What follows belongs to an exercise in optimizing a design on an open flow for small area, a short achievable clock period and few clock cycles per item; a production flow would make more cautious choices.
Only simulation tests tie the RTL to the original design; equivalence was not proved.

## flow/design.v (module list and top-level ports; edited modules follow where they fit)
// module jarif_align: 15 lines
// module jarif_fin: 38 lines
// module jarif_stage: 351 lines
// module jarif_mul: 1087 lines
module jarif_stage (
    input  wire        clk,
    input  wire        rst,           
    input  wire        in_valid,
    output wire        in_ready,
    input  wire        in_clr,        
    input  wire [1:0]  in_type,       
    input  wire [27:0] in_x_m,        
    input  wire [5:0]  in_x_e,        
    input  wire [23:0] in_k0,         
    input  wire [23:0] in_k1,
    input  wire [23:0] in_k2,
    input  wire [23:0] in_k3,
    input  wire [23:0] in_k4,
    output reg         out_valid,
    output reg  [27:0] out_y_m,       
    output reg  [5:0]  out_y_e,
    output reg  [27:0] out_s0_m,      
    output reg  [27:0] out_s1_m,
    output reg  [27:0] out_s2_m,
    output reg  [27:0] out_s3_m,
    output reg  [5:0]  out_s_e
);
  // ...
==> flow/run.sh <==
#!/bin/bash
# synth_recipe.tcl (not shown) runs the flow's synth.tcl, then flattens the netlist and writes it again
# the make line also repeats each setting of config.mk as NAME=value (left out here)
make -C /OpenROAD-flow-scripts/flow DESIGN_CONFIG=/design/flow/config.mk WORK_HOME=/design/flow/orfs CLKGATE_MAP_FILE= SYNTH_SCRIPT=/design/flow/synth_recipe.tcl finish
==> flow/config.mk <==
export PLATFORM = sky130hd
export DESIGN_NAME = jarif_stage
export DESIGN_NICKNAME = jarif_stage
export VERILOG_FILES = /design/flow/design.v
export SDC_FILE = /design/flow/constraint.sdc
export NUM_CORES = 4
export LEC_CHECK = 0
export CAP_MARGIN = 20
export CORE_MARGIN = 2
export CORE_UTILIZATION = 30
export PLACE_DENSITY = 0.5
export SLEW_MARGIN = 20
==> flow/constraint.sdc <==
create_clock -name core_clock -period 32.0 [get_ports {clk}]
set_input_delay 6.4000 -clock core_clock [delete_from_list [all_inputs] [get_ports {clk}]]
set_output_delay 6.4000 -clock core_clock [all_outputs]
set_load 0.01 [all_outputs]
==> flow_summary_export.csv, run 1 <==
group,metric,value,unit
outcome,status,"timing/DRC/antenna clean",
synthesis,synth_top_area_share,11.64,%
run,maxCapViolCount,0,
sta,setup_violations,0,
sta,fin_ws,1.494,ns
clock_network,cts_tree,"yes",
cells_and_area,final_cell_mix,"2748 x nand2_1, 2417 x nor2_1, 1979 x inv_1, 1880 x a21oi_1, 1579 x xnor2_1",
global_routing,met2_usage,49.15,%
sta,post-route-min-period,30.51,ns
route,m1WireLength,480000,µm
synthesis,synthXorXnorAreaFrac,9.041,%
cells_and_area,multi_input_area_share,74.57,%
synthesis,yosysTopAreaCell,"fa_1",
clock_network,clock_path_buffers,4,
global_routing,grt_max_degree,133,
sta,fmax,0.03278,GHz
clock_network,cts_max_level,3,
cells_and_area,buffer_area_share,5.337,%
cells_and_area,final-seq-area,0.02112,mm²
sta,clock_skew,0.1217,ns
global_routing,use_met3,9.412,%
route,vias,215300,
die,fp.dieArea,0.6570,mm²
setup_path,cp_slowest_cell,"nor3b_1",
route,drt_iter0_markers,30690,
die,tapCellCount,8642,
setup_path,cp_common_cell,"ha_1",
Testbench counts, summed over its fixed seeds: cycles 5,610, items 3,200.
==> module jarif_align, before the edit <==
module jarif_align (
    input  wire signed [45:0] p,
    input  wire        [7:0]  sh,     
    input  wire        [5:0]  tz,
    output wire signed [45:0] q,
    output wire               c
);
    wire [5:0] s = (sh > 8'd47) ? 6'd47 : sh[5:0];
    wire signed [46:0] p2 = {p, 1'b0};
    wire signed [46:0] q2 = p2 >>> s;
    wire r = q2[0];
    wire sticky = (s >= 6'd2) && ({1'b0, tz} < ({1'b0, s} - 7'd1));
    assign q = q2[46:1];
    assign c = r & (~p[45] | sticky);
endmodule
==> module jarif_fin, before the edit <==
module jarif_fin (
    input  wire signed [47:0] S,
    input  wire signed [8:0]  k,
    output reg  signed [27:0] m
);
    localparam signed [27:0] SW_MAX = 28'sh7FFFFFF;
    localparam signed [27:0] SW_MIN = -28'sh8000000;
    wire [5:0]  kc = (k > 9'sd49) ? 6'd49 : k[5:0];
    wire signed [48:0] S2 = {S, 1'b0};
    wire signed [48:0] Q2 = S2 >>> kc;
    wire signed [47:0] q  = Q2[48:1];
    wire        r  = Q2[0];
    wire [47:0] mask = ~({48{1'b1}} << (kc - 6'd1));
    wire        sticky = (kc >= 6'd2) && |(S & mask);
    wire        c  = r & (~S[47] | sticky);
    wire signed [48:0] rq = {q[47], q} + {48'd0, c};
    wire [8:0]  L  = -k;
    wire signed [75:0] sl = {{28{S[47]}}, S} <<< L[4:0];
    always @* begin
        if (!k[8]) begin
            if (rq > $signed({{21{1'b0}}, SW_MAX}))
                m = SW_MAX;
            else if (rq < $signed({{21{1'b1}}, SW_MIN}))
                m = SW_MIN;
            else
                m = rq[27:0];
        end else if (L >= 9'd28) begin
            m = (S == 0) ? 28'sd0 : (S[47] ? SW_MIN : SW_MAX);
        end else begin
            if (sl > $signed({{48{1'b0}}, SW_MAX}))
                m = SW_MAX;
            else if (sl < $signed({{48{1'b1}}, SW_MIN}))
                m = SW_MIN;
            else
                m = sl[27:0];
        end
    end
endmodule
==> module jarif_stage, before the edit <==
module jarif_stage (
    input  wire        clk,
    input  wire        rst,           
    input  wire        in_valid,
    output wire        in_ready,
    input  wire        in_clr,        
    input  wire [1:0]  in_type,       
    input  wire [27:0] in_x_m,        
    input  wire [5:0]  in_x_e,        
    input  wire [23:0] in_k0,         
    input  wire [23:0] in_k1,
    input  wire [23:0] in_k2,
    input  wire [23:0] in_k3,
    input  wire [23:0] in_k4,
    output reg         out_valid,
    output reg  [27:0] out_y_m,       
    output reg  [5:0]  out_y_e,
    output reg  [27:0] out_s0_m,      
    output reg  [27:0] out_s1_m,
    output reg  [27:0] out_s2_m,
    output reg  [27:0] out_s3_m,
    output reg  [5:0]  out_s_e
);
    localparam [1:0] T_NONE = 2'd0, T_PI = 2'd1, T_PID = 2'd2, T_BIQ = 2'd3;
    function automatic [5:0] tz28(input [27:0] v);
        integer b;
        begin
            tz28 = 6'd0;
            for (b = 27; b >= 0; b = b - 1)
                if (v[b]) tz28 = b[5:0];
        end
    endfunction
    function automatic [5:0] tz18(input [17:0] v);
        integer b;
        begin
            tz18 = 6'd0;
            for (b = 17; b >= 0; b = b - 1)
                if (v[b]) tz18 = b[5:0];
        end
    endfunction
    function automatic signed [7:0] sx6(input [5:0] v);
        sx6 = {{2{v[5]}}, v};
    endfunction
    function automatic signed [7:0] max8(input signed [7:0] a, input signed [7:0] b);
        max8 = (a > b) ? a : b;
    endfunction
    reg               rv;             
    reg               ph;             
    reg               clr_r;
    reg        [1:0]  typ;
    reg signed [27:0] x_m;
    reg signed [5:0]  x_e;
    reg        [23:0] k0, k1, k2, k3, k4;
    wire done = rv & ((typ == T_NONE) | ph);
    assign in_ready = ~rv | done;
    wire accept = in_valid & in_ready;
    always @(posedge clk) begin
        if (rst) begin
            rv <= 1'b0;
            ph <= 1'b0;
        end else begin
            if (done | ~rv)
                rv <= in_valid;
            ph <= rv & ~done;
        end
    end
    always @(posedge clk) begin
        if (accept) begin
            clr_r <= in_clr;
            typ   <= in_type;
            x_m   <= in_x_m;
            x_e   <= in_x_e;
            k0 <= in_k0; k1 <= in_k1; k2 <= in_k2; k3 <= in_k3; k4 <= in_k4;
        end
    end
    reg signed [27:0] blk_m0, blk_m1, blk_m2, blk_m3;
    reg signed [5:0]  blk_e;
    wire signed [27:0] w0 = clr_r ? 28'sd0 : blk_m0;
    wire signed [27:0] w1 = clr_r ? 28'sd0 : blk_m1;
    wire signed [27:0] w2 = clr_r ? 28'sd0 : blk_m2;
    wire signed [27:0] w3 = clr_r ? 28'sd0 : blk_m3;
    wire signed [5:0]  E  = clr_r ? -6'sd32 : blk_e;
    wire biq = (typ == T_BIQ);
    wire pid = (typ == T_PID);
    wire signed [27:0] a0 = x_m;
    wire signed [27:0] a1 = biq ? w0 : x_m;
    wire signed [27:0] a2 = biq ? w1 : x_m;
    wire signed [27:0] a3 = biq ? w2 : w1;
    wire signed [27:0] a4 = biq ? w3 : w2;
    wire        [23:0] c4 = biq ? k4 : k2;
    wire signed [5:0]  e12 = biq ? E : x_e;
    wire signed [17:0] M0 = k0[23:6], M1 = k1[23:6], M2 = k2[23:6], M3 = k3[23:6], M4 = c4[23:6];
    wire [45:0] ps0, pc0, ps1, pc1, ps2, pc2, ps3, pc3, ps4, pc4;
    jarif_mul mul0 (.a(a0), .b(M0), .s(ps0), .c(pc0));
    jarif_mul mul1 (.a(a1), .b(M1), .s(ps1), .c(pc1));
    jarif_mul mul2 (.a(a2), .b(M2), .s(ps2), .c(pc2));
    jarif_mul mul3 (.a(a3), .b(M3), .s(ps3), .c(pc3));
    jarif_mul mul4 (.a(a4), .b(M4), .s(ps4), .c(pc4));
    wire signed [45:0] P0 = ps0 + pc0;
    wire signed [45:0] P1 = ps1 + pc1;
    wire signed [45:0] P2 = ps2 + pc2;
    wire signed [45:0] P3 = ps3 + pc3;
    wire signed [45:0] P4 = ps4 + pc4;
    wire signed [7:0] t0 = sx6(x_e) + sx6(k0[5:0]);
    wire signed [7:0] t1 = sx6(e12) + sx6(k1[5:0]);
    wire signed [7:0] t2 = sx6(e12) + sx6(k2[5:0]);
    wire signed [7:0] t3 = sx6(E)   + sx6(k3[5:0]);
    wire signed [7:0] t4 = sx6(E)   + sx6(c4[5:0]);
    wire signed [7:0] tW = sx6(E)   + 8'sd1;         
    wire nz0 = (a0 != 0) && (M0 != 0);
    wire nz1 = (a1 != 0) && (M1 != 0);
    wire nz2 = (a2 != 0) && (M2 != 0);
    wire nz3 = (a3 != 0) && (M3 != 0);
    wire nz4 = (a4 != 0) && (M4 != 0);
    wire nzW = (w0 != 0);
    wire [5:0] z0 = tz28(a0) + tz18(M0);
    wire [5:0] z1 = tz28(a1) + tz18(M1);
    wire [5:0] z2 = tz28(a2) + tz18(M2);
    wire [5:0] z3 = tz28(a3) + tz18(M3);
    wire [5:0] z4 = tz28(a4) + tz18(M4);
    wire [5:0] zW = tz28(w0) + 6'd16;
    wire u0 = biq & nz0;
    wire u1 = biq & nz1;
    wire u2 = (biq | pid) & nz2;
    wire u3 = (biq | pid) & nz3;
    wire u4 = (biq | pid) & nz4;
    wire v1 = ~biq & nz1;
    wire vW = ~biq & nzW;
    wire signed [7:0] T_main = max8(max8(max8(u0 ? t0 : -8'sd128, u1 ? t1 : -8'sd128),
                                         max8(u2 ? t2 : -8'sd128, u3 ? t3 : -8'sd128)),
                                    u4 ? t4 : -8'sd128);
    wire signed [7:0] T_I    = max8(v1 ? t1 : -8'sd128, vW ? tW : -8'sd128);
    wire signed [45:0] q0, q1, q2, q3, q4, qW;
    wire               ca0, ca1, ca2, ca3, ca4, caW;
    jarif_align al0 (.p(P0), .sh(T_main - t0), .tz(z0), .q(q0), .c(ca0));
    jarif_align al1 (.p(P1), .sh((biq ? T_main : T_I) - t1), .tz(z1), .q(q1), .c(ca1));
    jarif_align al2 (.p(P2), .sh(T_main - t2), .tz(z2), .q(q2), .c(ca2));
    jarif_align al3 (.p(P3), .sh(T_main - t3), .tz(z3), .q(q3), .c(ca3));
    jarif_align al4 (.p(P4), .sh(T_main - t4), .tz(z4), .q(q4), .c(ca4));
    jarif_align alW (.p({{2{w0[27]}}, w0, 16'd0}), .sh(T_I - tW), .tz(zW), .q(qW), .c(caW));
    wire [47:0] m0 = u0 ? {{2{q0[45]}}, q0} : 48'd0;
    wire [47:0] m1 = u1 ? {{2{q1[45]}}, q1} : 48'd0;
    wire [47:0] m2 = u2 ? {{2{q2[45]}}, q2} : 48'd0;
    wire [47:0] m3 = u3 ? (biq ? ~{{2{q3[45]}}, q3} : {{2{q3[45]}}, q3}) : 48'd0;
    wire [47:0] m4 = u4 ? ~{{2{q4[45]}}, q4} : 48'd0;
    wire b0 = u0 & ca0;
    wire b1 = u1 & ca1;
    wire b2 = u2 & ca2;
    wire b3 = u3 & (biq ? ~ca3 : ca3);
    wire b4 = u4 & ~ca4;
    wire [47:0] m5 = {47'd0, b0};
    wire [47:0] s1a = m0 ^ m1 ^ m2;
    wire [47:0] c1a = {((m0 & m1) | (m0 & m2) | (m1 & m2)), b1} ;
    wire [47:0] s1b = m3 ^ m4 ^ m5;
    wire [47:0] c1b = {((m3 & m4) | (m3 & m5) | (m4 & m5)), b2};
    wire [47:0] s2  = s1a ^ c1a ^ s1b;
    wire [47:0] c2  = {((s1a & c1a) | (s1a & s1b) | (c1a & s1b)), b3};
    wire [47:0] s3  = s2 ^ c2 ^ c1b;
    wire [47:0] c3x = {((s2 & c2) | (s2 & c1b) | (c2 & c1b)), b4};
    wire [47:0] i0 = v1 ? {{2{q1[45]}}, q1} : 48'd0;
    wire [47:0] i1 = vW ? {{2{qW[45]}}, qW} : 48'd0;
    wire [47:0] i2 = {47'd0, v1 & ca1};
    wire [47:0] si = i0 ^ i1 ^ i2;
    wire [47:0] ci = {((i0 & i1) | (i0 & i2) | (i1 & i2)), vW & caW};
    reg [47:0] ra, rb, ria, rib;
    reg signed [45:0] p0_r;
    reg signed [7:0]  t0_r;
    reg               nz0_r;
    reg        [5:0]  z0_r;
    always @(posedge clk) begin
        if (rv & ~ph & ~(typ == T_NONE)) begin
            ra  <= s3;
            rb  <= c3x;
            ria <= si;
            rib <= ci;
            p0_r  <= P0;
            t0_r  <= t0;
            nz0_r <= nz0;
            z0_r  <= z0;
        end
    end
    wire signed [47:0] S_main = ra + rb;
    wire signed [47:0] S_I    = ria + rib;
    wire signed [27:0] r_main, r_i;
    jarif_fin fin_main (.S(S_main), .k(sx6(E) + 9'sd17 - T_main), .m(r_main));
    jarif_fin fin_i    (.S(S_I),    .k(sx6(E) + 9'sd17 - T_I),    .m(r_i));
    wire signed [6:0] dx = E - x_e;             
    reg  signed [27:0] r_x;
    wire [5:0] dr = (dx > 7'sd29) ? 6'd29 : dx[5:0];
    wire signed [28:0] xq2 = $signed({x_m, 1'b0}) >>> dr;
    wire [27:0] xmask = ~({28{1'b1}} << (dr - 6'd1));
    wire xsticky = (dr >= 6'd2) && |(x_m & xmask);
    wire xc = xq2[0] & (~x_m[27] | xsticky);
    wire signed [27:0] xr = xq2[28:1] + {27'd0, xc};
    wire [6:0] dl = -dx;
    wire signed [55:0] xl = {{28{x_m[27]}}, x_m} <<< dl[4:0];
    always @* begin
        if (!dx[6])
            r_x = xr;
        else if (x_m == 0)
            r_x = 28'sd0;
        else if (dl >= 7'd28)
            r_x = x_m[27] ? -28'sh8000000 : 28'sh7FFFFFF;
        else if (xl > 56'sh7FFFFFF)
            r_x = 28'sh7FFFFFF;
        else if (xl < -56'sh8000000)
            r_x = -28'sh8000000;
        else
            r_x = xl[27:0];
    end
    reg signed [27:0] n0, n1, n2, n3;
    always @* begin
        case (typ)
            T_PI:    begin n0 = r_i;  n1 = 28'sd0; n2 = 28'sd0;  n3 = 28'sd0; end
            T_PID:   begin n0 = r_i;  n1 = r_main; n2 = r_x;    n3 = 28'sd0; end
            default: begin n0 = r_x;  n1 = w0;     n2 = r_main; n3 = w2;     end
        endcase
    end
    wire [27:0] bm0 = n0[27] ? -n0 : n0;
    wire [27:0] bm1 = n1[27] ? -n1 : n1;
    wire [27:0] bm2 = n2[27] ? -n2 : n2;
    wire [27:0] bm3 = n3[27] ? -n3 : n3;
    wire [27:0] bor = bm0 | bm1 | bm2 | bm3;
    reg [4:0] blen;
    integer bb;
    always @* begin
        blen = 5'd0;
        for (bb = 0; bb < 28; bb = bb + 1)
            if (bor[bb]) blen = bb[4:0] + 5'd1;
    end
    wire bump28 = (&bm0[27:2]) | (&bm1[27:2]) | (&bm2[27:2]) | (&bm3[27:2]);
    wire bump27 = (&bm0[26:1]) | (&bm1[26:1]) | (&bm2[26:1]) | (&bm3[26:1]);
    wire bump26 = (&bm0[25:0]) | (&bm1[25:0]) | (&bm2[25:0]) | (&bm3[25:0]);
    wire bump = (blen == 5'd28) ? bump28 : (blen == 5'd27) ? bump27 : (blen == 5'd26) ? bump26 : 1'b0;
    wire signed [7:0] s0 = $signed({3'b000, blen}) - 8'sd25 + {7'd0, bump};
    wire signed [7:0] ne0 = sx6(E) + s0;
    reg  signed [7:0] ns;
    reg  signed [5:0] ne;
    always @* begin
        if (ne0 > 8'sd31) begin
            ns = 8'sd31 - sx6(E);
            ne = 6'sd31;
        end else if (ne0 < -8'sd32) begin
            ns = -8'sd32 - sx6(E);
            ne = -6'sd32;
        end else begin
            ns = s0;
            ne = ne0[5:0];
        end
    end
    function automatic signed [27:0] renorm_word(input signed [27:0] v, input signed [7:0] s);
        reg signed [28:0] q2;
        reg               st;
        reg [2:0]         sr;
        reg [4:0]         sl;
        begin
            if (!s[7]) begin
                sr = s[2:0];
                q2 = $signed({v, 1'b0}) >>> sr;
                st = (sr >= 3'd2) && |(v & ~({28{1'b1}} << (sr - 3'd1)));
                renorm_word = q2[28:1] + {27'd0, q2[0] & (~v[27] | st)};
            end else begin
                sl = -s[4:0];
                renorm_word = v <<< sl;
            end
        end
    endfunction
    wire zero_blk = (bor == 0);
    wire signed [27:0] nm0 = zero_blk ? 28'sd0 : renorm_word(n0, ns);
    wire signed [27:0] nm1 = zero_blk ? 28'sd0 : renorm_word(n1, ns);
    wire signed [27:0] nm2 = zero_blk ? 28'sd0 : renorm_word(n2, ns);
    wire signed [27:0] nm3 = zero_blk ? 28'sd0 : renorm_word(n3, ns);
    wire signed [5:0]  nme = zero_blk ? -6'sd32 : ne;
    reg               wv;
    reg        [1:0]  w_typ;
    reg signed [27:0] w_main;         
    reg signed [27:0] w_i;            
    reg signed [5:0]  w_e;            
    always @(posedge clk) begin
        if (rst) begin
            wv <= 1'b0;
            blk_m0 <= 28'sd0;
            blk_m1 <= 28'sd0;
            blk_m2 <= 28'sd0;
            blk_m3 <= 28'sd0;
            blk_e  <= -6'sd32;
        end else begin
            wv <= done;
            if (done) begin
                if (typ == T_NONE) begin
                    if (clr_r) begin
                        blk_m0 <= 28'sd0;
                        blk_m1 <= 28'sd0;
                        blk_m2 <= 28'sd0;
                        blk_m3 <= 28'sd0;
                        blk_e  <= -6'sd32;
                    end
                end else begin
                    blk_m0 <= nm0;
                    blk_m1 <= nm1;
                    blk_m2 <= nm2;
                    blk_m3 <= nm3;
                    blk_e  <= nme;
                end
            end
        end
    end
    always @(posedge clk) begin
        if (done) begin
            w_typ  <= typ;
            w_main <= (typ == T_NONE) ? x_m : r_main;
            w_i    <= r_i;
            w_e    <= (typ == T_NONE) ? x_e : E;
        end
    end
    wire signed [27:0] y_d  = (w_typ == T_PID) ? w_main : 28'sd0;
    wire               nzI  = (w_i != 0);
    wire               nzD  = (y_d != 0);
    wire signed [7:0]  tID  = sx6(w_e) + 8'sd1;
    wire signed [7:0]  T_y  = max8(nz0_r ? t0_r : -8'sd128, (nzI | nzD) ? tID : -8'sd128);
    wire signed [45:0] qy0, qyI, qyD;
    wire               cy0, cyI, cyD;
    jarif_align aly0 (.p(p0_r), .sh(T_y - t0_r), .tz(z0_r), .q(qy0), .c(cy0));
    jarif_align alyI (.p({{2{w_i[27]}}, w_i, 16'd0}), .sh(T_y - tID), .tz(tz28(w_i) + 6'd16), .q(qyI), .c(cyI));
    jarif_align alyD (.p({{2{y_d[27]}}, y_d, 16'd0}), .sh(T_y - tID), .tz(tz28(y_d) + 6'd16), .q(qyD), .c(cyD));
    wire [47:0] y0 = {{2{qy0[45]}}, qy0};
    wire [47:0] y1 = {{2{qyI[45]}}, qyI};
    wire [47:0] y2 = {{2{qyD[45]}}, qyD};
    wire [47:0] ys = y0 ^ y1 ^ y2;
    wire [47:0] yc = {((y0 & y1) | (y0 & y2) | (y1 & y2)), cy0};
    wire signed [47:0] S_y = ys + yc + {46'd0, cyI} + {46'd0, cyD};
    wire signed [27:0] r_y;
    jarif_fin fin_y (.S(S_y), .k(sx6(w_e) + 9'sd17 - T_y), .m(r_y));
    always @(posedge clk) begin
        if (rst)
            out_valid <= 1'b0;
        else
            out_valid <= wv;
    end
    always @(posedge clk) begin
        if (wv) begin
            out_y_m  <= (w_typ == T_PI || w_typ == T_PID) ? r_y : w_main;
            out_y_e  <= w_e;
            out_s0_m <= blk_m0;
            out_s1_m <= blk_m1;
            out_s2_m <= blk_m2;
            out_s3_m <= blk_m3;
            out_s_e  <= blk_e;
        end
    end
endmodule
==> inputs of run 2 (changes only) <==
--- a/flow/design.v
+++ b/flow/design.v
@@ -2,4 +2,4 @@
     input  wire signed [45:0] p,
-    input  wire        [7:0]  sh,     
-    input  wire        [5:0]  tz,
+    input  wire        [5:0]  s,      
+    input  wire               st,
     output wire signed [45:0] q,
@@ -7,9 +7,6 @@
 );
-    wire [5:0] s = (sh > 8'd47) ? 6'd47 : sh[5:0];
     wire signed [46:0] p2 = {p, 1'b0};
     wire signed [46:0] q2 = p2 >>> s;
-    wire r = q2[0];
-    wire sticky = (s >= 6'd2) && ({1'b0, tz} < ({1'b0, s} - 7'd1));
     assign q = q2[46:1];
-    assign c = r & (~p[45] | sticky);
+    assign c = q2[0] & (~p[45] | st);
 endmodule
@@ -18,36 +15,34 @@
     input  wire signed [8:0]  k,
-    output reg  signed [27:0] m
+    output wire signed [27:0] m,
+    output wire        [27:0] a
 );
-    localparam signed [27:0] SW_MAX = 28'sh7FFFFFF;
-    localparam signed [27:0] SW_MIN = -28'sh8000000;
-    wire [5:0]  kc = (k > 9'sd49) ? 6'd49 : k[5:0];
+    localparam [27:0] SW_MAX = 28'h7FFFFFF;
+    localparam [27:0] SW_MIN = 28'h8000000;
+    wire        kneg = k[8];
+    wire [5:0]  kc = kneg ? 6'd0 : ((k > 9'sd49) ? 6'd49 : k[5:0]);
+    wire [8:0]  kn = -k;
+    wire [4:0]  L  = kneg ? kn[4:0] : 5'd0;            
+    wire        big_l = kneg & (kn >= 9'd28);
     wire signed [48:0] S2 = {S, 1'b0};
     wire signed [48:0] Q2 = S2 >>> kc;
-    wire signed [47:0] q  = Q2[48:1];
     wire        r  = Q2[0];
-    wire [47:0] mask = ~({48{1'b1}} << (kc - 6'd1));
-    wire        sticky = (kc >= 6'd2) && |(S & mask);
-    wire        c  = r & (~S[47] | sticky);
-    wire signed [48:0] rq = {q[47], q} + {48'd0, c};
-    wire [8:0]  L  = -k;
-    wire signed [75:0] sl = {{28{S[47]}}, S} <<< L[4:0];
-    always @* begin
-        if (!k[8]) begin
-            if (rq > $signed({{21{1'b0}}, SW_MAX}))
-                m = SW_MAX;
-            else if (rq < $signed({{21{1'b1}}, SW_MIN}))
-                m = SW_MIN;
-            else
-                m = rq[27:0];
-        end else if (L >= 9'd28) begin
-            m = (S == 0) ? 28'sd0 : (S[47] ? SW_MIN : SW_MAX);
-        end else begin
-            if (sl > $signed({{48{1'b0}}, SW_MAX}))
-                m = SW_MAX;
-            else if (sl < $signed({{48{1'b1}}, SW_MIN}))
-                m = SW_MIN;
-            else
-                m = sl[27:0];
-        end
-    end
+    wire [47:0] lmask = ~({48{1'b1}} << (kc - 6'd1));
+    wire        sticky = (kc >= 6'd2) && |(S & lmask);
+    wire        c  = r & (~S[47] | sticky) & ~kneg;
+    wire [27:0] sl = S[27:0] << L;
+    wire signed [9:0] h = 10'sd27 + k;
+    wire [47:0] hmask = h[9] ? {48{1'b1}} : (h > 10'sd47) ? 48'd0 : ({48{1'b1}} << h[5:0]);
+    wire        ovf = |((S ^ {48{S[47]}}) & hmask);
+    wire [27:0] base = kneg ? sl : Q2[28:1];
+    wire [27:0] inc  = base + {27'd0, c};
+    wire        inc_ovf = ~base[27] & inc[27];
+    wire        bneg = base[27];
+    wire [27:0] mag  = (base ^ {28{bneg}}) + {27'd0, bneg ^ c};
+    wire sat = big_l ? (S != 0) : ovf;
+    assign m = sat ? (S[47] ? SW_MIN : SW_MAX) :
+               big_l ? 28'd0 :
+               inc_ovf ? SW_MAX : inc;
+    assign a = sat ? (S[47] ? 28'h8000000 : SW_MAX) :
+               big_l ? 28'd0 :
+               inc_ovf ? SW_MAX : mag;
 endmodule
@@ -77,16 +72,16 @@
     localparam [1:0] T_NONE = 2'd0, T_PI = 2'd1, T_PID = 2'd2, T_BIQ = 2'd3;
-    function automatic [5:0] tz28(input [27:0] v);
+    function automatic [4:0] tz28(input [27:0] v);
         integer b;
         begin
-            tz28 = 6'd0;
+            tz28 = 5'd0;
             for (b = 27; b >= 0; b = b - 1)
-                if (v[b]) tz28 = b[5:0];
+                if (v[b]) tz28 = b[4:0];
         end
     endfunction
-    function automatic [5:0] tz18(input [17:0] v);
+    function automatic [4:0] tz18(input [17:0] v);
         integer b;
         begin
-            tz18 = 6'd0;
+            tz18 = 5'd0;
             for (b = 17; b >= 0; b = b - 1)
-                if (v[b]) tz18 = b[5:0];
+                if (v[b]) tz18 = b[4:0];
         end
@@ -96,4 +91,11 @@
     endfunction
-    function automatic signed [7:0] max8(input signed [7:0] a, input signed [7:0] b);
-        max8 = (a > b) ? a : b;
+    function automatic [27:0] abs28(input [27:0] v);
+        abs28 = v[27] ? -v : v;
+    endfunction
+    function automatic [5:0] shc(input signed [7:0] T, input signed [7:0] t);
+        reg signed [8:0] d;
+        begin
+            d = T - t;
+            shc = d[8] ? 6'd0 : (d > 9'sd47) ? 6'd47 : d[5:0];
+        end
     endfunction
@@ -103,2 +105,3 @@
     reg        [1:0]  typ;
+    reg               is_none, is_pi, is_pid, is_biq;    
     reg signed [27:0] x_m;
@@ -106,3 +109,6 @@
     reg        [23:0] k0, k1, k2, k3, k4;
-    wire done = rv & ((typ == T_NONE) | ph);
+    reg signed [7:0]  t0x, t1x, t2x;           
+    reg        [4:0]  tzx, tzk0, tzk1, tzk2, tzk3, tzk4;
+    reg               nzx, nzk0, nzk1, nzk2, nzk3, nzk4;
+    wire done = rv & (is_none | ph);
     assign in_ready = ~rv | done;
@@ -123,2 +129,6 @@
             typ   <= in_type;
+            is_none <= (in_type == T_NONE);
+            is_pi   <= (in_type == T_PI);
+            is_pid  <= (in_type == T_PID);
+            is_biq  <= (in_type == T_BIQ);
             x_m   <= in_x_m;
@@ -126,2 +136,17 @@
             k0 <= in_k0; k1 <= in_k1; k2 <= in_k2; k3 <= in_k3; k4 <= in_k4;
+            t0x  <= sx6(in_x_e) + sx6(in_k0[5:0]);
+            t1x  <= sx6(in_x_e) + sx6(in_k1[5:0]);
+            t2x  <= sx6(in_x_e) + sx6(in_k2[5:0]);
+            tzx  <= tz28(in_x_m);
+            tzk0 <= tz18(in_k0[23:6]);
+            tzk1 <= tz18(in_k1[23:6]);
+            tzk2 <= tz18(in_k2[23:6]);
+            tzk3 <= tz18(in_k3[23:6]);
+            tzk4 <= tz18(in_k4[23:6]);
+            nzx  <= (in_x_m != 0);
+            nzk0 <= (in_k0[23:6] != 0);
+            nzk1 <= (in_k1[23:6] != 0);
+            nzk2 <= (in_k2[23:6] != 0);
+            nzk3 <= (in_k3[23:6] != 0);
+            nzk4 <= (in_k4[23:6] != 0);
         end
@@ -135,4 +160,4 @@
     wire signed [5:0]  E  = clr_r ? -6'sd32 : blk_e;
-    wire biq = (typ == T_BIQ);
-    wire pid = (typ == T_PID);
+    wire biq = is_biq;
+    wire pid = is_pid;
     wire signed [27:0] a0 = x_m;
@@ -142,5 +167,4 @@
     wire signed [27:0] a4 = biq ? w3 : w2;
-    wire        [23:0] c4 = biq ? k4 : k2;
-    wire signed [5:0]  e12 = biq ? E : x_e;
-    wire signed [17:0] M0 = k0[23:6], M1 = k1[23:6], M2 = k2[23:6], M3 = k3[23:6], M4 = c4[23:6];
+    wire signed [17:0] M0 = k0[23:6], M1 = k1[23:6], M2 = k2[23:6], M3 = k3[23:6];
+    wire signed [17:0] M4 = biq ? k4[23:6] : k2[23:6];
     wire [45:0] ps0, pc0, ps1, pc1, ps2, pc2, ps3, pc3, ps4, pc4;
@@ -156,20 +180,25 @@
     wire signed [45:0] P4 = ps4 + pc4;
-    wire signed [7:0] t0 = sx6(x_e) + sx6(k0[5:0]);
-    wire signed [7:0] t1 = sx6(e12) + sx6(k1[5:0]);
-    wire signed [7:0] t2 = sx6(e12) + sx6(k2[5:0]);
-    wire signed [7:0] t3 = sx6(E)   + sx6(k3[5:0]);
-    wire signed [7:0] t4 = sx6(E)   + sx6(c4[5:0]);
-    wire signed [7:0] tW = sx6(E)   + 8'sd1;         
-    wire nz0 = (a0 != 0) && (M0 != 0);
-    wire nz1 = (a1 != 0) && (M1 != 0);
-    wire nz2 = (a2 != 0) && (M2 != 0);
-    wire nz3 = (a3 != 0) && (M3 != 0);
-    wire nz4 = (a4 != 0) && (M4 != 0);
-    wire nzW = (w0 != 0);
-    wire [5:0] z0 = tz28(a0) + tz18(M0);
-    wire [5:0] z1 = tz28(a1) + tz18(M1);
-    wire [5:0] z2 = tz28(a2) + tz18(M2);
-    wire [5:0] z3 = tz28(a3) + tz18(M3);
-    wire [5:0] z4 = tz28(a4) + tz18(M4);
-    wire [5:0] zW = tz28(w0) + 6'd16;
+    wire signed [7:0] tE1 = sx6(E) + sx6(k1[5:0]);
+    wire signed [7:0] tE2 = sx6(E) + sx6(k2[5:0]);
+    wire signed [7:0] tE3 = sx6(E) + sx6(k3[5:0]);
+    wire signed [7:0] tE4 = sx6(E) + sx6(k4[5:0]);
+    wire signed [7:0] tW  = sx6(E) + 8'sd1;          
+    wire nzw0 = (w0 != 0), nzw1 = (w1 != 0), nzw2 = (w2 != 0), nzw3 = (w3 != 0);
+    wire [4:0] tzw0 = tz28(w0), tzw1 = tz28(w1), tzw2 = tz28(w2), tzw3 = tz28(w3);
+    wire signed [7:0] t0 = t0x;
+    wire signed [7:0] t1 = biq ? tE1 : t1x;
+    wire signed [7:0] t2 = biq ? tE2 : t2x;
+    wire signed [7:0] t3 = tE3;
+    wire signed [7:0] t4 = biq ? tE4 : tE2;
+    wire nz0 = nzx & nzk0;
+    wire nz1 = (biq ? nzw0 : nzx) & nzk1;
+    wire nz2 = (biq ? nzw1 : nzx) & nzk2;
+    wire nz3 = (biq ? nzw2 : nzw1) & nzk3;
+    wire nz4 = biq ? (nzw3 & nzk4) : (nzw2 & nzk2);
+    wire [5:0] z0 = tzx + tzk0;
+    wire [5:0] z1 = (biq ? tzw0 : tzx) + tzk1;
+    wire [5:0] z2 = (biq ? tzw1 : tzx) + tzk2;
+    wire [5:0] z3 = (biq ? tzw2 : tzw1) + tzk3;
+    wire [5:0] z4 = biq ? (tzw3 + tzk4) : (tzw2 + tzk2);
+    wire [5:0] zW = tzw0 + 6'd16;
     wire u0 = biq & nz0;
@@ -180,15 +209,38 @@
     wire v1 = ~biq & nz1;
-    wire vW = ~biq & nzW;
-    wire signed [7:0] T_main = max8(max8(max8(u0 ? t0 : -8'sd128, u1 ? t1 : -8'sd128),
-                                         max8(u2 ? t2 : -8'sd128, u3 ? t3 : -8'sd128)),
-                                    u4 ? t4 : -8'sd128);
-    wire signed [7:0] T_I    = max8(v1 ? t1 : -8'sd128, vW ? tW : -8'sd128);
+    wire vW = ~biq & nzw0;
+    wire signed [7:0] tm [0:4];
+    wire        [4:0] um;
+    assign tm[0] = t0; assign tm[1] = t1; assign tm[2] = t2; assign tm[3] = t3; assign tm[4] = t4;
+    assign um = {u4, u3, u2, u1, u0};
+    reg  [4:0] top_is;
+    reg  signed [7:0] T_main;
+    integer ii, jj;
+    always @* begin
+        for (ii = 0; ii < 5; ii = ii + 1) begin
+            top_is[ii] = um[ii];
+            for (jj = 0; jj < 5; jj = jj + 1)
+                if (jj != ii && um[jj] && (tm[jj] > tm[ii]))
+                    top_is[ii] = 1'b0;
+        end
+        T_main = 8'sd0;
+        for (ii = 0; ii < 5; ii = ii + 1)
+            if (top_is[ii])
+                T_main = T_main | tm[ii];
+    end
+    wire signed [7:0] T_I = (v1 && (!vW || t1 > tW)) ? t1 : tW;
+    wire signed [8:0] zt0 = $signed({3'b000, z0}) + t0 + 9'sd1;
+    wire signed [8:0] zt1 = $signed({3'b000, z1}) + t1 + 9'sd1;
+    wire signed [8:0] zt2 = $signed({3'b000, z2}) + t2 + 9'sd1;
+    wire signed [8:0] zt3 = $signed({3'b000, z3}) + t3 + 9'sd1;
+    wire signed [8:0] zt4 = $signed({3'b000, z4}) + t4 + 9'sd1;
+    wire signed [8:0] ztW = $signed({3'b000, zW}) + tW + 9'sd1;
+    wire signed [7:0] T1  = biq ? T_main : T_I;
     wire signed [45:0] q0, q1, q2, q3, q4, qW;
     wire               ca0, ca1, ca2, ca3, ca4, caW;
-    jarif_align al0 (.p(P0), .sh(T_main - t0), .tz(z0), .q(q0), .c(ca0));
-    jarif_align al1 (.p(P1), .sh((biq ? T_main : T_I) - t1), .tz(z1), .q(q1), .c(ca1));
-    jarif_align al2 (.p(P2), .sh(T_main - t2), .tz(z2), .q(q2), .c(ca2));
-    jarif_align al3 (.p(P3), .sh(T_main - t3), .tz(z3), .q(q3), .c(ca3));
-    jarif_align al4 (.p(P4), .sh(T_main - t4), .tz(z4), .q(q4), .c(ca4));
-    jarif_align alW (.p({{2{w0[27]}}, w0, 16'd0}), .sh(T_I - tW), .tz(zW), .q(qW), .c(caW));
+    jarif_align al0 (.p(P0), .s(shc(T_main, t0)), .st(zt0 < T_main), .q(q0), .c(ca0));
+    jarif_align al1 (.p(P1), .s(shc(T1, t1)),     .st(zt1 < T1),     .q(q1), .c(ca1));
+    jarif_align al2 (.p(P2), .s(shc(T_main, t2)), .st(zt2 < T_main), .q(q2), .c(ca2));
+    jarif_align al3 (.p(P3), .s(shc(T_main, t3)), .st(zt3 < T_main), .q(q3), .c(ca3));
+    jarif_align al4 (.p(P4), .s(shc(T_main, t4)), .st(zt4 < T_main), .q(q4), .c(ca4));
+    jarif_align alW (.p({{2{w0[27]}}, w0, 16'd0}), .s(shc(T_I, tW)), .st(ztW < T_I), .q(qW), .c(caW));
     wire [47:0] m0 = u0 ? {{2{q0[45]}}, q0} : 48'd0;
@@ -217,24 +269,2 @@
     wire [47:0] ci = {((i0 & i1) | (i0 & i2) | (i1 & i2)), vW & caW};
-    reg [47:0] ra, rb, ria, rib;
-    reg signed [45:0] p0_r;
-    reg signed [7:0]  t0_r;
-    reg               nz0_r;
-    reg        [5:0]  z0_r;
-    always @(posedge clk) begin
-        if (rv & ~ph & ~(typ == T_NONE)) begin
-            ra  <= s3;
-            rb  <= c3x;
-            ria <= si;
-            rib <= ci;
-            p0_r  <= P0;
-            t0_r  <= t0;
-            nz0_r <= nz0;
-            z0_r  <= z0;
-        end
-    end
-    wire signed [47:0] S_main = ra + rb;
-    wire signed [47:0] S_I    = ria + rib;
-    wire signed [27:0] r_main, r_i;
-    jarif_fin fin_main (.S(S_main), .k(sx6(E) + 9'sd17 - T_main), .m(r_main));
-    jarif_fin fin_i    (.S(S_I),    .k(sx6(E) + 9'sd17 - T_I),    .m(r_i));
     wire signed [6:0] dx = E - x_e;             
@@ -263,14 +293,55 @@
     end
+    wire signed [8:0] dlt = tW - t0;             
+    reg [47:0] sm_r, si_r;                        
+    reg signed [27:0] x_r;                        
+    reg signed [8:0]  k_main_r, k_i_r;
+    reg signed [45:0] p0_r;
+    reg               nz0_r;
+    reg        [5:0]  shp_r;                      
+    reg               stp_r;
+    reg        [5:0]  shid_r;                     
+    reg signed [8:0]  kt0_r;                      
+    always @(posedge clk) begin
+        sm_r <= s3 + c3x;
+        si_r <= si + ci;
+        x_r <= r_x;
+        k_main_r <= sx6(E) + 9'sd17 - T_main;
+        k_i_r    <= sx6(E) + 9'sd17 - T_I;
+    end
+    always @(posedge clk) begin
+        if (rv & ~ph & ~is_none) begin
+            p0_r   <= P0;
+            nz0_r  <= nz0;
+            shp_r  <= dlt[8] ? 6'd0 : (dlt > 9'sd47) ? 6'd47 : dlt[5:0];
+            stp_r  <= zt0 < tW;
+            shid_r <= (!dlt[8] || !nz0) ? 6'd0 : (dlt < -9'sd47) ? 6'd47 : 6'd0 - dlt[5:0];
+            kt0_r  <= sx6(E) + 9'sd17 - t0;
+        end
+    end
+    wire signed [47:0] S_main = sm_r;
+    wire signed [47:0] S_I    = si_r;
+    wire signed [27:0] r_main, r_i;
+    wire        [27:0] am, ai;
+    jarif_fin fin_main (.S(S_main), .k(k_main_r), .m(r_main), .a(am));
+    jarif_fin fin_i    (.S(S_I),    .k(k_i_r),    .m(r_i),    .a(ai));
+    wire signed [45:0] qp;
+    wire               cp;
+    jarif_align alp (.p(p0_r), .s(shp_r), .st(stp_r), .q(qp), .c(cp));
+    wire [27:0] ax  = abs28(x_r);
+    wire [27:0] aw0 = abs28(w0);
+    wire [27:0] aw2 = abs28(w2);
     reg signed [27:0] n0, n1, n2, n3;
+    reg        [27:0] bm0, bm1, bm2, bm3;
     always @* begin
-        case (typ)
-            T_PI:    begin n0 = r_i;  n1 = 28'sd0; n2 = 28'sd0;  n3 = 28'sd0; end
-            T_PID:   begin n0 = r_i;  n1 = r_main; n2 = r_x;    n3 = 28'sd0; end
-            default: begin n0 = r_x;  n1 = w0;     n2 = r_main; n3 = w2;     end
-        endcase
-    end
-    wire [27:0] bm0 = n0[27] ? -n0 : n0;
-    wire [27:0] bm1 = n1[27] ? -n1 : n1;
-    wire [27:0] bm2 = n2[27] ? -n2 : n2;
-    wire [27:0] bm3 = n3[27] ? -n3 : n3;
+        if (is_pi) begin
+            n0 = r_i;  n1 = 28'sd0; n2 = 28'sd0; n3 = 28'sd0;
+            bm0 = ai;  bm1 = 28'd0; bm2 = 28'd0; bm3 = 28'd0;
+        end else if (is_pid) begin
+            n0 = r_i;  n1 = r_main; n2 = x_r;   n3 = 28'sd0;
+            bm0 = ai;  bm1 = am;    bm2 = ax;   bm3 = 28'd0;
+        end else begin
+            n0 = x_r;  n1 = w0;     n2 = r_main; n3 = w2;
+            bm0 = ax;  bm1 = aw0;   bm2 = am;    bm3 = aw2;
+        end
+    end
     wire [27:0] bor = bm0 | bm1 | bm2 | bm3;
@@ -287,18 +358,7 @@
     wire bump = (blen == 5'd28) ? bump28 : (blen == 5'd27) ? bump27 : (blen == 5'd26) ? bump26 : 1'b0;
+    wire signed [7:0] s_hi = 8'sd31 - sx6(E);
+    wire signed [7:0] s_lo = -8'sd32 - sx6(E);
     wire signed [7:0] s0 = $signed({3'b000, blen}) - 8'sd25 + {7'd0, bump};
-    wire signed [7:0] ne0 = sx6(E) + s0;
-    reg  signed [7:0] ns;
-    reg  signed [5:0] ne;
-    always @* begin
-        if (ne0 > 8'sd31) begin
-            ns = 8'sd31 - sx6(E);
-            ne = 6'sd31;
-        end else if (ne0 < -8'sd32) begin
-            ns = -8'sd32 - sx6(E);
-            ne = -6'sd32;
-        end else begin
-            ns = s0;
-            ne = ne0[5:0];
-        end
-    end
+    wire signed [7:0] ns = (s0 > s_hi) ? s_hi : (s0 < s_lo) ? s_lo : s0;
+    wire signed [7:0] ne = sx6(E) + ns;
     function automatic signed [27:0] renorm_word(input signed [27:0] v, input signed [7:0] s);
@@ -325,3 +385,3 @@
     wire signed [27:0] nm3 = zero_blk ? 28'sd0 : renorm_word(n3, ns);
-    wire signed [5:0]  nme = zero_blk ? -6'sd32 : ne;
+    wire signed [5:0]  nme = zero_blk ? -6'sd32 : ne[5:0];
     reg               wv;
@@ -331,2 +391,4 @@
     reg signed [5:0]  w_e;            
+    reg signed [45:0] qp_r;
+    reg               cp_r;
     always @(posedge clk) begin
@@ -342,3 +404,3 @@
             if (done) begin
-                if (typ == T_NONE) begin
+                if (is_none) begin
                     if (clr_r) begin
@@ -361,20 +423,20 @@
     always @(posedge clk) begin
-        if (done) begin
-            w_typ  <= typ;
-            w_main <= (typ == T_NONE) ? x_m : r_main;
-            w_i    <= r_i;
-            w_e    <= (typ == T_NONE) ? x_e : E;
-        end
+        w_typ  <= typ;
+        w_main <= is_none ? x_m : r_main;
+        w_i    <= r_i;
+        w_e    <= is_none ? x_e : E;
+        qp_r   <= qp;
+        cp_r   <= cp;
     end
     wire signed [27:0] y_d  = (w_typ == T_PID) ? w_main : 28'sd0;
-    wire               nzI  = (w_i != 0);
-    wire               nzD  = (y_d != 0);
-    wire signed [7:0]  tID  = sx6(w_e) + 8'sd1;
-    wire signed [7:0]  T_y  = max8(nz0_r ? t0_r : -8'sd128, (nzI | nzD) ? tID : -8'sd128);
-    wire signed [45:0] qy0, qyI, qyD;
-    wire               cy0, cyI, cyD;
-    jarif_align aly0 (.p(p0_r), .sh(T_y - t0_r), .tz(z0_r), .q(qy0), .c(cy0));
-    jarif_align alyI (.p({{2{w_i[27]}}, w_i, 16'd0}), .sh(T_y - tID), .tz(tz28(w_i) + 6'd16), .q(qyI), .c(cyI));
-    jarif_align alyD (.p({{2{y_d[27]}}, y_d, 16'd0}), .sh(T_y - tID), .tz(tz28(y_d) + 6'd16), .q(qyD), .c(cyD));
-    wire [47:0] y0 = {{2{qy0[45]}}, qy0};
+    wire               nzID = (w_i != 0) | (y_d != 0);
+    wire               p_sh = nz0_r & (shp_r != 0) & nzID;
+    wire signed [45:0] qyI, qyD;
+    wire               cyI, cyD;
+    wire [4:0] tzI = tz28(w_i), tzD = tz28(y_d);
+    jarif_align alyI (.p({{2{w_i[27]}}, w_i, 16'd0}), .s(shid_r),
+                      .st({1'b0, tzI} + 6'd17 < shid_r), .q(qyI), .c(cyI));
+    jarif_align alyD (.p({{2{y_d[27]}}, y_d, 16'd0}), .s(shid_r),
+                      .st({1'b0, tzD} + 6'd17 < shid_r), .q(qyD), .c(cyD));
+    wire [47:0] y0 = p_sh ? {{2{qp_r[45]}}, qp_r} : {{2{p0_r[45]}}, p0_r};
     wire [47:0] y1 = {{2{qyI[45]}}, qyI};
@@ -382,6 +444,8 @@
     wire [47:0] ys = y0 ^ y1 ^ y2;
-    wire [47:0] yc = {((y0 & y1) | (y0 & y2) | (y1 & y2)), cy0};
+    wire [47:0] yc = {((y0 & y1) | (y0 & y2) | (y1 & y2)), p_sh & cp_r};
     wire signed [47:0] S_y = ys + yc + {46'd0, cyI} + {46'd0, cyD};
+    wire signed [8:0]  k_y = (p_sh | ~nz0_r) ? 9'sd16 : kt0_r;
     wire signed [27:0] r_y;
-    jarif_fin fin_y (.S(S_y), .k(sx6(w_e) + 9'sd17 - T_y), .m(r_y));
+    wire        [27:0] a_y;
+    jarif_fin fin_y (.S(S_y), .k(k_y), .m(r_y), .a(a_y));
     always @(posedge clk) begin
@@ -393,11 +457,9 @@
     always @(posedge clk) begin
-        if (wv) begin
-            out_y_m  <= (w_typ == T_PI || w_typ == T_PID) ? r_y : w_main;
-            out_y_e  <= w_e;
-            out_s0_m <= blk_m0;
-            out_s1_m <= blk_m1;
-            out_s2_m <= blk_m2;
-            out_s3_m <= blk_m3;
-            out_s_e  <= blk_e;
-        end
+        out_y_m  <= (w_typ == T_PI || w_typ == T_PID) ? r_y : w_main;
+        out_y_e  <= w_e;
+        out_s0_m <= blk_m0;
+        out_s1_m <= blk_m1;
+        out_s2_m <= blk_m2;
+        out_s3_m <= blk_m3;
+        out_s_e  <= blk_e;
     end
--- a/flow/config.mk
+++ b/flow/config.mk
@@ -7,6 +7,7 @@
 export LEC_CHECK = 0
-export CAP_MARGIN = 20
+export ABC_AREA = 1
+export CAP_MARGIN = 40
 export CORE_MARGIN = 2
-export CORE_UTILIZATION = 30
-export PLACE_DENSITY = 0.5
-export SLEW_MARGIN = 20
+export CORE_UTILIZATION = 50
+export PLACE_DENSITY = 0.65
+export SLEW_MARGIN = 60
==> flow_summary_export.csv, run 2 <==
group,metric,value,unit
placement,place.gp.congestion,1.151,
global_routing,track_usage,48.18,%
setup_path,start_kind,"flip-flop",
synthesis,ys_warn_count,1,
setup_path,cp_slowest_cell,"clkinv_2",
sta,rsz0062_at_grt,"false",
clock_network,cts-root-buf,"clkbuf_16",
clock_network,clkTransAtPathRegs,0.07,ns
die,io_pins,314,
route,vias,207100,
worst_hold_path,hp-class,"reg -> reg",
cells_and_area,nNetsFinal,30650,
worst_hold_path,hold_end,"out_s0_m[19]$_DFF_P_",
cells_and_area,final_cells,33140,
global_routing,grt_pass1_wl,1304000,µm
die,rows,221,
cells_and_area,final-seq-area,0.01902,mm²
clock_network,clock_path_buffers,4,
setup_path,reg2reg_to,"sm_r[47]$_DFF_P_",
die,core-area,0.3622,mm²
setup_path,critPathKind,"reg -> reg",
clock_network,cts_max_level,3,
cells_and_area,largest_registers,"si_r (48), sm_r (48)",
setup_path,reg2reg_from,"clr_r$_DFFE_PP_",
clock_network,clock_latency,0.96,ns
global_routing,grt_overflow,0,
synthesis,yosysMostFrequentCell,"nand2_1",
setup_path,cp.required,32.76,ns
route,wl_per_cell,27.74,µm
sta,hold_violations,0,
sta,slew_headroom,50.44,%
placement,port_buffers,313,
route,drt-vias-per-instance,6.250,
sta,slew_viol_final,0,
route,drcViolationCount,0,
synthesis,synth_fp_nets,31150,
cells_and_area,drive_gt1_share,6.311,%
sta,worst_pin_slew,0.7357,ns
sta,post-route-min-period,19.16,ns
sta,setup_tns,0,ns
synthesis,synth_flop_cell,"dfxtp_1",
synthesis,synth_area,0.1819,mm²
clock_network,cts_tree,"yes",
clock_network,post_cts_buffers,0,
setup_path,worstPathMaxFanout,45,
route,drt_iter0_markers,30230,
die,fp.dieArea,0.3686,mm²
synthesis,yosysTopAreaCell,"nand2_1",
placement,dp_cells,32850,
die,die_w,607.1,µm
setup_path,reg2regPathDepth,93,
placement,placed_area,0.1922,mm²
cells_and_area,fin_util,54.38,%
cells_and_area,synthToLayoutAreaGrowth,8.308,%
route,ant_nets,0,
worst_hold_path,hold_depth,0,
clock_network,cts.sinks,808,
worst_hold_path,hold_start,"blk_m0[19]$_SDFFE_PP0P_",
synthesis,synth_area_leaders,"nand2_1 13%, fa_1 13%, inv_1 8.4%, o21ai_0 8.1%, xor2_1 8.0%",
cells_and_area,multi_input_area,0.1438,mm²
cells_and_area,fin_area,0.1970,mm²
synthesis,seq_area_frac_synth,10.44,%
sta,setup_violations,0,
global_routing,grt_max_degree,96,
global_routing,antenna_found_initial,95,
setup_path,cp-end-kind,"flip-flop",
run,maxCapViolCount,0,
synthesis,syn_avg_cell_area,6.337,µm²
route,first_pass_iters,10,
synthesis,synth_cell_types,88,
setup_path,cp_common_cell,"a21oi_1",
sta,clock_skew,0.1577,ns
synthesis,synth-async-reset-ratio,0,%
synthesis,synth_edf_count,281,
sta,period_share,59.87,%
die,initial_core_util,50.21,%
cells_and_area,final_common_cell,"nand2_1",
global_routing,grt_pass1_vias,189300,
setup_path,max_stage_delay,0.56,ns
synthesis,synth_commonest_cells,"6424 x nand2_1, 4083 x inv_1, 2950 x o21ai_0, 1770 x nor2_1, 1655 x xor2_1",
setup_path,reg2reg_slack,12.84,ns
synthesis,ys_ff_latch,808,
clock_network,cts.repair.resized,0,
clock_network,cts_buffers,103,
route,wl,919300,µm
setup_path,critPathArrivalTime,19.92,ns
cells_and_area,fillers,37210,
cells_and_area,final_cell_mix,"6403 x nand2_1, 4022 x inv_1, 2788 x o21ai_0, 1675 x nor2_1, 1638 x nand3_1",
die,fp.dieH,607.1,µm
clock_network,ctsHoldBuffers,0,
synthesis,synthCells,28700,
placement,dp_hpwl,746800,µm
outcome,status,"timing/DRC/antenna clean",
synthesis,synth_top_area_share,13.26,%
sta,fmax,0.05220,GHz
## run 2: worst max-delay path by stage
stage	cells after the start	start	to	slack (ns)
2_1_floorplan	3	is_none$_DFFE_PP_	clr_r$_DFFE_PP_	11.36
3_3_place_gp	93	clr_r$_DFFE_PP_	sm_r[47]$_DFF_P_	12.99
3_5_place_dp	93	is_biq$_DFFE_PP_	sm_r[47]$_DFF_P_	13.37
4_1_cts	93	is_biq$_DFFE_PP_	sm_r[47]$_DFF_P_	13.27
5_1_grt	93	clr_r$_DFFE_PP_	sm_r[47]$_DFF_P_	11.50
6_report	93	clr_r$_DFFE_PP_	sm_r[47]$_DFF_P_	12.84
## run 2: cells by family (layout without fill, tap and decap cells)
group / Yosys count / after routing / share of synthesized area, %
adders and majority gates: 2292 / 2292 / 20.48
muxes: 212 / 212 / 1.196
DFF: 808 / 808 / 10.44
buffers and inverters: 5788 / 5358 / 12.28
xor gates and xnor gates: 2044 / 2044 / 9.881
other: 0 / 73 / 0
and+or+nand+nor: 10570 / 10570 / 24.01
AOI/OAI and AO/OA: 6982 / 6982 / 21.71
## run 2: area by class of cell
cell class                      count  area share [%]
Multi-Input combinational cell  22100           73.03
Sequential cell                   808           9.654
Inverter                         4241           8.137
Timing Repair Buffer              935           4.258
Tap cell                         4794           3.045
Clock buffer                      124           1.423
Clock inverter                     58          0.3652
Antenna cell                       73         0.09274
## run 2: worst max-delay path: cells and delay by family (launching register included)
kind	cells	cell delay, ns
adders and majority gates	7	2.91
buffers and inverters	19	3.93
xor gates and xnor gates	2	0.31
DFF	1	0.33
muxes	2	0.41
and+or+nand+nor	19	2.86
AOI/OAI and AO/OA	44	8.13
## run 2: through the flow
step	hold WS [ns]	worst slack, ns
6_report	0.3075	12.84
5_1_grt	0.3155	11.50
4_1_cts	0.3162	13.27
3_5_place_dp	0.3147	13.37
3_3_place_gp	0.3119	12.99
2_1_floorplan	0.3096	11.36
## run 2: per-layer routing
layer | wire, µm | part of all wire, % | track usage (%)
met1 | 339800 | 37 | 58.21
met2 | 368600 | 40 | 68.57
met3 | 115400 | 13 | 16.02
met4 | 95110 | 10 | 41.35
met5 | 394 | 0.043 | 0
Testbench counts of run 2, summed over its fixed seeds: cycles 5,610, items 3,200.

==> separate check: timing with driven ports <==
How much do the figures lean on ideal ports? The routed layouts below were timed once more, with nothing changed but the port constraints. Step 1: set_driving_cell puts a clkbuf_16 on clk and a buf_2 on each other input, an assumption about the parent block. Step 2, shift: input delay + t, output delay - t, t = (earliest + latest rising clock arrival at the registers) / 2. This alone moves slack from input paths to output paths. a / b / c = no drivers / after step 1 / after step 2; a / b = the first two.
run | shift t [ns] | slack for setup (ns) | hold slack, ns | worst setup path at the end | worst slew at a driven data input, ns
run 1 | 1.103 | 1.494 / 1.494 / 1.494 | 0.466 / 0.466 / 0.466 | register to register | 0.28
run 2 | 1.010 | 12.843 / 12.843 / 12.843 | 0.307 / 0.307 / 0.307 | register to register | 0.56
After both steps setup and hold are still met in every run listed.
